From an optimization exercise on the open Yosys and OpenROAD flow, aimed at small area, a short achievable clock period and few clock cycles; shortcuts taken in it are not production practice.
In this exercise RTL edits were held to simulation tests only and were not proved equivalent to the original.
Power is estimated from default activity; no workload was simulated.

Setup of before:
// lens_array
module lens_array (
    input  wire         clk,
    input  wire         rst,
    input  wire         s_valid,
    output wire         s_ready,
    input  wire [63:0]  s_key,       
    input  wire [4:0]   s_klen,      
    input  wire [3:0]   s_first,     
    input  wire [3:0]   s_last,      
    input  wire [3:0]   s_ver,       
    input  wire [3:0]   s_oldest,    
    input  wire [19:0]  s_miss,      
    output reg          r_valid,
    output reg          r_hit,
    output reg  [19:0]  r_ptr,
    output reg  [3:0]   r_row,
    output reg  [15:0]  r_prio,
    input  wire         w_valid,
    output wire         w_ready,
    input  wire [1:0]   w_op,        
    input  wire [3:0]   w_row,
    input  wire [3:0]   w_staged,    
    input  wire [255:0] w_cells,     
    input  wire [15:0]  w_prio,
    input  wire [17:0]  w_result,
    input  wire [3:0]   w_birth,
    input  wire [3:0]   w_death,
    input  wire         w_born,
    input  wire         w_dying,
    output reg          wr_valid,
    output reg  [2:0]   wr_code      
);
Size: roughly 12000 cells after synthesis, ~470 I/O pins, roughly 160000 um^2 of cells after synthesis.
clock: 55.0 ns
lec_check: 0
cap_margin: 20
core_margin: 2
core_utilization: 60
cts_cluster_diameter: 100
cts_cluster_size: 30
slew_margin: 20
standard.sh (not shown) runs the stock make flow with config.mk's settings and CLKGATE_MAP_FILE= SYNTH_SCRIPT=/design/flow/synth_recipe.tcl, a recipe that flattens the netlist after the stock synthesis.
==> flow/flow/run.sh <==
#!/bin/bash
# The standard ORFS layout, with three changes to how it is made:
#  - synthesis is the standard script, except that ABC maps the logic with
#    flow/abc_area_nf.script (an area-oriented &nf mapping) and adders and
#    comparators are left to ABC instead of being mapped to half/full adder
#    cells; registers are mapped by the same dfflibmap step as before, so
#    they are unchanged;
#  - ports are buffered with buf_2 instead of the default delay buffer;
#  - repair_timing keeps a wide setup margin, so that it sizes paths for a
#    short achieved period (the clock stays at the design's period).
# Each tool's full output stays in orfs/logs/; make's own output goes to
# flow_make.log here.
set -euo pipefail
W=$PWD
# synthesis core: ORFS's synth.tcl with the ABC script swapped
sed 's#^source $::env(SCRIPTS_DIR)/synth_preamble.tcl$#&\nset abc_args [lreplace $abc_args 1 1 '"$W"'/flow/abc_area_nf.script]#' \
    "$FLOW_HOME/scripts/synth.tcl" > "$W/flow_synth_core.tcl"
grep -q abc_area_nf "$W/flow_synth_core.tcl"
sed 's#source $::env(SCRIPTS_DIR)/synth.tcl#source '"$W"'/flow_synth_core.tcl#' \
    "$W/synth_recipe.tcl" > "$W/flow_synth.tcl"
grep -q flow_synth_core "$W/flow_synth.tcl"
bash standard.sh SYNTH_SCRIPT="$W/flow_synth.tcl" \
    BUFFER_PORTS_ARGS="-buffer_cell sky130_fd_sc_hd__buf_2" \
    ADDER_MAP_FILE= SETUP_SLACK_MARGIN=43 finish > "$W/flow_make.log" 2>&1
==> flow/flow/abc_area_nf.script <==
&get -n
&st
&dch -f
&nf -R 1000
&put
&get -n
&st
&dch -f
&nf -R 1000
&put
topo
Testbench counts of before, summed over its fixed seeds: cycles 16,375.
Relative to before, the following input files were edited for after:
--- a/flow/design.v
+++ b/flow/design.v
@@ -69,17 +69,16 @@
         sv <= s_valid & ~rst;
         sk <= s_key; skl <= s_klen; sf <= s_first; sl <= s_last;
         sver <= s_ver; sold <= s_oldest; smiss <= s_miss;
     end
     always @(posedge clk) begin
         wv <= w_fire & ~rst;
-        if (!wbusy) begin
-            wop <= w_op; wrow <= w_row; wstg <= w_staged;
-            wpay <= {w_result, w_prio, w_cells};
-            wbir <= w_birth; wdea <= w_death; wbn <= w_born; wdy <= w_dying;
-        end
+        wop <= w_op; wstg <= w_staged;
+        wbir <= w_birth; wdea <= w_death; wbn <= w_born; wdy <= w_dying;
+        wrow <= ({4{wrdy}} & w_row) | ({4{wbusy}} & wrow);
+        wpay <= ({PW{wrdy}} & {w_result, w_prio, w_cells}) | ({PW{wbusy}} & wpay);
     end
     integer r;
     reg [ROWS-1:0]   valid, dying, born;
     reg [4*ROWS-1:0] birth, death;       
     reg [2:0] w_code;
     always @(*) begin
@@ -149,35 +148,45 @@
     wire [3:0] land_slot = wrow - ph1;
     wire       landable  = land_slot[1:0] == 2'd0;
     wire       w_new     = w_do && wop == OP_WRITE;
     wire       need      = pend | w_new;
     wire       land      = need & landable;
     wire       pend_nx   = need & ~landable;
-    wire       w_fails   = w_dying || (w_born && w_birth != w_staged) ||
-                           (valid[w_row] && !(wv && wop == OP_CLEAR && wrow == w_row));
-    wire [3:0] nslot_in  = w_row - ph1 - 4'd1;
-    wire [3:0] nslot_hd  = wrow - ph1 - 4'd1;
-    wire busy_nx = pend_nx ? (nslot_hd[1:0] != 2'd0)
-                           : (w_fire && w_op == OP_WRITE && !w_fails && nslot_in[1:0] != 2'd0);
+    wire       w_hit_row = w_do && wrow == w_row;
+    wire       v_after   = (w_hit_row && wop == OP_WRITE) ? 1'b1 :
+                           (w_hit_row && wop == OP_CLEAR) ? 1'b0 : valid[w_row];
+    wire       w_succ    = w_op == OP_WRITE && !w_dying &&
+                           (!w_born || w_birth == w_staged) && !v_after;
+    wire       need_nx   = pend_nx | (w_fire & w_succ);
+    wire [3:0] slot_nx   = (pend_nx ? wrow : w_row) - ph1 - 4'd1;
+    wire       busy_nx   = need_nx & (slot_nx[1:0] != 2'd0);
+    wire [ROWS/PSTEP-1:0] psel_nx = {{(ROWS/PSTEP-1){1'b0}}, need_nx & slot_nx[1:0] == 2'd0}
+                                    << slot_nx[3:2];
+    reg  [ROWS/PSTEP-1:0] psel, pkeep;
     always @(posedge clk) begin
         if (rst) begin
             pend  <= 1'b0;
             wbusy <= 1'b0;
             wrdy  <= 1'b1;
+            psel  <= {(ROWS/PSTEP){1'b0}};
+            pkeep <= {(ROWS/PSTEP){1'b1}};
         end else begin
             pend  <= pend_nx;
             wbusy <= busy_nx;
             wrdy  <= ~busy_nx;
+            psel  <= psel_nx;
+            pkeep <= ~psel_nx;
         end
     end
     reg [PW-1:0] ring [0:ROWS-1];
     integer k;
     always @(posedge clk) begin
         for (k = 0; k < ROWS; k = k + 1) begin
-            if (k % PSTEP == 0 && land && land_slot == k)
-                ring[k] <= wpay;
+            if (k % PSTEP == 0)
+                ring[k] <= ({PW{psel[k/PSTEP]}} & wpay) |
+                           ({PW{pkeep[k/PSTEP]}} & ring[(k + 1) % ROWS]);
             else
                 ring[k] <= ring[(k + 1) % ROWS];
         end
     end
     wire [3:0] rel_v = sver - sold;
     reg [ROWS-1:0] lbase;
==> comparison <==
Every run (before and after) finished clean. after vs. before: non-clock buffer count went up by 32. [compare] base=before new=after: largest net degree at the start of global routing increased by 9 relative to the old numbers; power went down by 230 uW. Period utilization: after vs before up 0.26 points. Summary: cell area, after better than before. Routed wire length up 8.6% in after wrt before. [compare] base=before new=after: time the final worst path needs with I/O delays and setup rose 0.14 ns, width of the die fell about 1%, headroom to the max-slew limit fell 0.64 points.
Testbench counts of after, summed over its fixed seeds: cycles 16,375.

[afterwards: timing with drivers on the ports]
In the flow no input, the clock included, has a driving cell. The finished layouts below were timed again as built, in two steps.
Step 1: set_driving_cell puts a clkbuf_16 on clk and a buf_2 on each other input, an assumption about the parent block.
Step 2, shift: input delay + t, output delay - t, t = (earliest + latest rising clock arrival at the registers) / 2. This alone moves slack from input paths to output paths.
Slacks: no drivers / after step 1 / after step 2; pairs: no drivers / after step 1.
| run | t (ns) | slack for setup (ns) | slew at the worst register clock pin (ns) |
|---|---|---|---|
| before | 1.030 | 42.563 / 42.454 / 42.111 | 0.12 / 0.12 |
| after | 1.050 | 42.419 / 42.305 / 41.996 | 0.12 / 0.12 |
After both steps setup and hold are still met in every run listed. The setup slack of before, which loses most, moves by -0.109 ns with the drivers and by -0.452 ns with both steps.
